This design comes from an exercise in tuning for small area, a short achievable clock period and few clock cycles on the open sky130 flow, not from production work.
The RTL was checked by simulation tests, not by an equivalence proof against the original design.

Setup of run 1:
## lc_fpu
module lc_fpu (
    input  wire        clk,
    input  wire        rst,
    input  wire        start,
    input  wire [3:0]  op,
    input  wire [31:0] a,
    input  wire [31:0] b,
    output reg         done,
    output wire [31:0] result,
    output wire        flag
);
Size: ~6800 cells after synthesis, about 98 flip-flops.
clock: 20.0 ns
lec_check: 0
abc_area: 1
cap_margin: 20
core_margin: 2
core_utilization: 40
slew_margin: 20
run.sh (not shown) runs the stock make flow with config.mk's settings and CLKGATE_MAP_FILE= SYNTH_SCRIPT=/design/flow/synth_recipe.tcl, a recipe that flattens the netlist after the stock synthesis.
Run 1 completed every stage of the flow, and the final layout passed the timing, design-rule and antenna checks.
Testbench counts of run 1, summed over its fixed seeds: cycles 38,244.
Changes in run 2 relative to run 1:
- changing CAP_MARGIN from 20 to 30
- changing SLEW_MARGIN from 20 to 30
==> flow/flow/run.sh (new file) <==
#!/bin/bash
# Layout flow: the standard ORFS flow (standard.sh) with two changes:
# the buffers ORFS puts on every input and output port are
# sky130_fd_sc_hd__buf_4 cells instead of the delay cells buffer_ports picks
# on its own, and the timing repair steps aim at a setup slack margin
# (SETUP_SLACK_MARGIN) so that the resizer also works on paths that already
# meet the design's clock period. The SDC and clock are not changed.
# Each tool's output goes to the ORFS logs under orfs/logs; the make
# output goes to standard.log.
set -uo pipefail
bash standard.sh "BUFFER_PORTS_ARGS=-buffer_cell sky130_fd_sc_hd__buf_4" SETUP_SLACK_MARGIN=10 finish > standard.log 2>&1
==> flow/standard.sh (new file) <==
#!/bin/bash
# synth_recipe.tcl (not shown) runs the flow's synth.tcl, then flattens the netlist and writes it again
# the make line also repeats each setting of config.mk as NAME=value (left out here)
make -C /OpenROAD-flow-scripts/flow DESIGN_CONFIG=/design/flow/config.mk WORK_HOME=/design/flow/orfs CLKGATE_MAP_FILE= SYNTH_SCRIPT=/design/flow/synth_recipe.tcl "${@:-finish}"
removed: flow/run.sh
### Flow results
When run 2 is measured against run 1, its final weighted congestion in routability-driven placement turns out 1.4% higher. Cell area: run 2 > run 1. Diff run 1 -> run 2: worst setup slack before clock tree synthesis moved up; routed wire length moved up.

---

Another version of the RTL of lc_fpu (not shown whole).
Size: roughly 7300 cells after synthesis, ~110 flip-flops, roughly 110 I/O pins, about 45000 µm² of cells after synthesis.
Design lc_fpu, start of the top module:
module lc_fpu (
    input  wire        clk,
    input  wire        rst,
    input  wire        start,
    input  wire [3:0]  op,
    input  wire [31:0] a,
    input  wire [31:0] b,
    output reg         done,
    output wire [31:0] result,
    output wire        flag
);
Settings: LEC_CHECK=0, ABC_AREA=1, CAP_MARGIN=30, CORE_MARGIN=2, CORE_UTILIZATION=40, SLEW_MARGIN=30; clock period 20.0 ns.
standard.sh (not shown) runs the stock make flow with config.mk's settings and CLKGATE_MAP_FILE= SYNTH_SCRIPT=/design/flow/synth_recipe.tcl, a recipe that flattens the netlist after the stock synthesis.
==> flow/flow/run.sh <==
#!/bin/bash
# Layout flow: the standard ORFS flow (standard.sh) with two changes:
# the buffers ORFS puts on every input and output port are
# sky130_fd_sc_hd__buf_4 cells instead of the delay cells buffer_ports picks
# on its own, and the timing repair steps aim at a setup slack margin
# (SETUP_SLACK_MARGIN) so that the resizer also works on paths that already
# meet the design's clock period. The SDC and clock are not changed.
# Each tool's output goes to the ORFS logs under orfs/logs; the make
# output goes to standard.log.
set -uo pipefail
bash standard.sh "BUFFER_PORTS_ARGS=-buffer_cell sky130_fd_sc_hd__buf_4" SETUP_SLACK_MARGIN=10.5 finish > standard.log 2>&1
Testbench counts at the start, summed over its fixed seeds: cycles 38,244.
==> next run, changes <==
- CAP_MARGIN: 30 -> 20
- SLEW_MARGIN: 30 -> 20
Effect:
- The changed run reached the layout checks and failed them: max-capacitance violations, max-slew violations
- die area is unchanged
- cell area drops by about 0.4%
- global-route usage hardly moves
- maximum frequency falls by about 0.6%
- routed wire length drops by 0.52%
- critical path depth is lower by 1
- area after synthesis is unchanged
- core utilization goes down by 0.17 points

---

Another version of the RTL of lc_fpu (not shown whole).
Size in the first run: roughly 7300 cells after synthesis, about 110 I/O pins, about 45000 sq um of cells after synthesis.
## lc_fpu
module lc_fpu (
    input  wire        clk,
    input  wire        rst,
    input  wire        start,
    input  wire [3:0]  op,
    input  wire [31:0] a,
    input  wire [31:0] b,
    output reg         done,
    output wire [31:0] result,
    output wire        flag
);
Settings: LEC_CHECK=0, ABC_AREA=1, CAP_MARGIN=30, CORE_MARGIN=2, CORE_UTILIZATION=50, PLACE_DENSITY=0.68, SLEW_MARGIN=30; clock period 20.0 ns.
Scripts as last shown in full above: flow/flow/run.sh
The first run ran to the end with no violations.
Testbench counts at the start, summed over its fixed seeds: cycles 38,244.
Edit:
Settings changed: CORE_UTILIZATION 50 to 60, PLACE_DENSITY 0.68 to 0.76.
Effect:
- fmax went down by 3.0%
- worst setup slack got worse by 0.29 ns
- worst hold slack improved by 0.024 ns
- via count went up by 5.7%
- count of clock-buffer cells in the layout went down by 2
- first-iteration DRC count went up by 33%
- cell area went up by 0.31%
Edit:
--- a/flow/flow/run.sh
+++ b/flow/flow/run.sh
@@ -10,2 +10,2 @@
 set -uo pipefail
-bash standard.sh "BUFFER_PORTS_ARGS=-buffer_cell sky130_fd_sc_hd__buf_4" SETUP_SLACK_MARGIN=10.5 finish > standard.log 2>&1
+bash standard.sh "BUFFER_PORTS_ARGS=-buffer_cell sky130_fd_sc_hd__buf_4" SETUP_SLACK_MARGIN=10.75 finish > standard.log 2>&1
Settings changed: CORE_UTILIZATION 60 to 50, PLACE_DENSITY 0.76 to 0.68.
Final area rises by 4.4%. Via count is lower by about 4.5%. Global-route usage drops by 8.8 points. Setup slack is better by 0.54 ns. Non-clock buffer count rises by 92. Worst hold slack loses 0.030 ns. Synthesized area is unchanged.

---

Another version of the RTL of lc_fpu (not shown whole).
Size in the first run: ~7300 cells after synthesis, roughly 110 flip-flops, roughly 110 I/O pins.
clock: 20.0 ns
lec_check: 0
abc_area: 1
cap_margin: 20
core_margin: 2
core_utilization: 40
slew_margin: 20
==> flow/flow/run.sh <==
#!/bin/bash
# Layout flow: the standard ORFS flow (standard.sh), unchanged except
# that the buffers ORFS puts on every input and output port are
# sky130_fd_sc_hd__buf_4 cells instead of the delay cells buffer_ports picks
# on its own. Each tool's output goes to the ORFS logs under orfs/logs;
# the make output goes to standard.log.
set -uo pipefail
bash standard.sh "BUFFER_PORTS_ARGS=-buffer_cell sky130_fd_sc_hd__buf_4" finish > standard.log 2>&1
Testbench counts at the start, summed over its fixed seeds: cycles 38,244.
==> next run, changes <==
==> flow/flow/run.sh (replaced) <==
#!/bin/bash
# Layout flow: the standard ORFS flow (standard.sh) with two changes:
# the buffers ORFS puts on every input and output port are
# sky130_fd_sc_hd__buf_4 cells instead of the delay cells buffer_ports picks
# on its own, and the timing repair steps aim at a setup slack margin
# (SETUP_SLACK_MARGIN) so that the resizer also works on paths that already
# meet the design's clock period. The SDC and clock are not changed.
# Each tool's output goes to the ORFS logs under orfs/logs; the make
# output goes to standard.log.
set -uo pipefail
bash standard.sh "BUFFER_PORTS_ARGS=-buffer_cell sky130_fd_sc_hd__buf_4" SETUP_SLACK_MARGIN=10 finish > standard.log 2>&1
CAP_MARGIN = 30   (was 20)
SLEW_MARGIN = 30   (was 20)
After rerunning: The new run completed with no timing, DRC or antenna violations; via count came out higher by 1.7%; utilization came out higher by 1.7 points; fmax grows by 30%; synthesized area stays the same; setup slack improves by 3.0 ns; design area came out higher by 3.9%.
==> next run, changes <==
==> flow/run.sh (new file) <==
#!/bin/bash
# synth_recipe.tcl (not shown) runs the flow's synth.tcl, then flattens the netlist and writes it again
# the make line also repeats each setting of config.mk as NAME=value (left out here)
make -C /OpenROAD-flow-scripts/flow DESIGN_CONFIG=/design/flow/config.mk WORK_HOME=/design/flow/orfs CLKGATE_MAP_FILE= SYNTH_SCRIPT=/design/flow/synth_recipe.tcl finish
CAP_MARGIN = 20   (was 30)
SLEW_MARGIN = 20   (was 30)
removed: flow/flow/run.sh
removed: flow/standard.sh
Count of clock-buffer cells in the layout stays the same. Setup slack degrades by 3.0 ns. Global-route usage falls by 0.74 points. Routed wire length falls by 3.2%. Via count falls by 1.8%. First-iteration DRC count falls by 9.9%. Cell count falls by 0.75%.

==> what the ideal ports hide <==
No port has a modelled driver above. Below, the same layouts with a new extraction and two added sets of constraints. Step 1 (the two cells are an assumption about what drives the block):
set clk [get_ports {clk}]
set_driving_cell -lib_cell sky130_fd_sc_hd__clkbuf_16 $clk
set_driving_cell -lib_cell sky130_fd_sc_hd__buf_2 [delete_from_list [all_inputs] $clk]
Step 2 moves the port delays by t, midway between the first and last clock arrival at a register: inputs arrive t later, outputs are due t later. That takes back most of the time a late clock gives input paths. a / b / c = no drivers / after step 1 / after step 2; a / b = the first two.
run	t, ns	setup WS [ns]	clock arrival spread, ns	worst register clock-pin slew, ns	pins driven straight from the clock port
run 1	0.439	6.901 / 6.929 / 6.490	0.016 / 0.016	0.09 / 0.09	1
run 2	0.440	9.992 / 9.884 / 9.445	0.012 / 0.013	0.08 / 0.08	1
the first run of note 2	0.434	10.499 / 10.520 / 10.086	0.024 / 0.024	0.09 / 0.09	1
the second run of note 2	0.439	10.442 / 10.469 / 10.030	0.028 / 0.028	0.10 / 0.10	1
the first run of note 3	0.438	10.584 / 10.607 / 10.169	0.023 / 0.022	0.09 / 0.09	1
the second run of note 3	0.445	10.292 / 10.331 / 9.886	0.016 / 0.015	0.09 / 0.09	1
the third run of note 3	0.452	10.835 / 10.820 / 10.368	0.024 / 0.024	0.10 / 0.10	1
the first run of note 4	0.421	7.151 / 7.151 / 6.866	0.016 / 0.016	0.09 / 0.09	1
the second run of note 4	0.438	10.113 / 10.134 / 9.696	0.025 / 0.024	0.10 / 0.10	1
the third run of note 4	0.429	7.118 / 7.146 / 6.716	0.012 / 0.011	0.08 / 0.08	1
The setup slack of run 2, which loses most, moves by -0.108 ns with the drivers and by -0.547 ns with both steps.
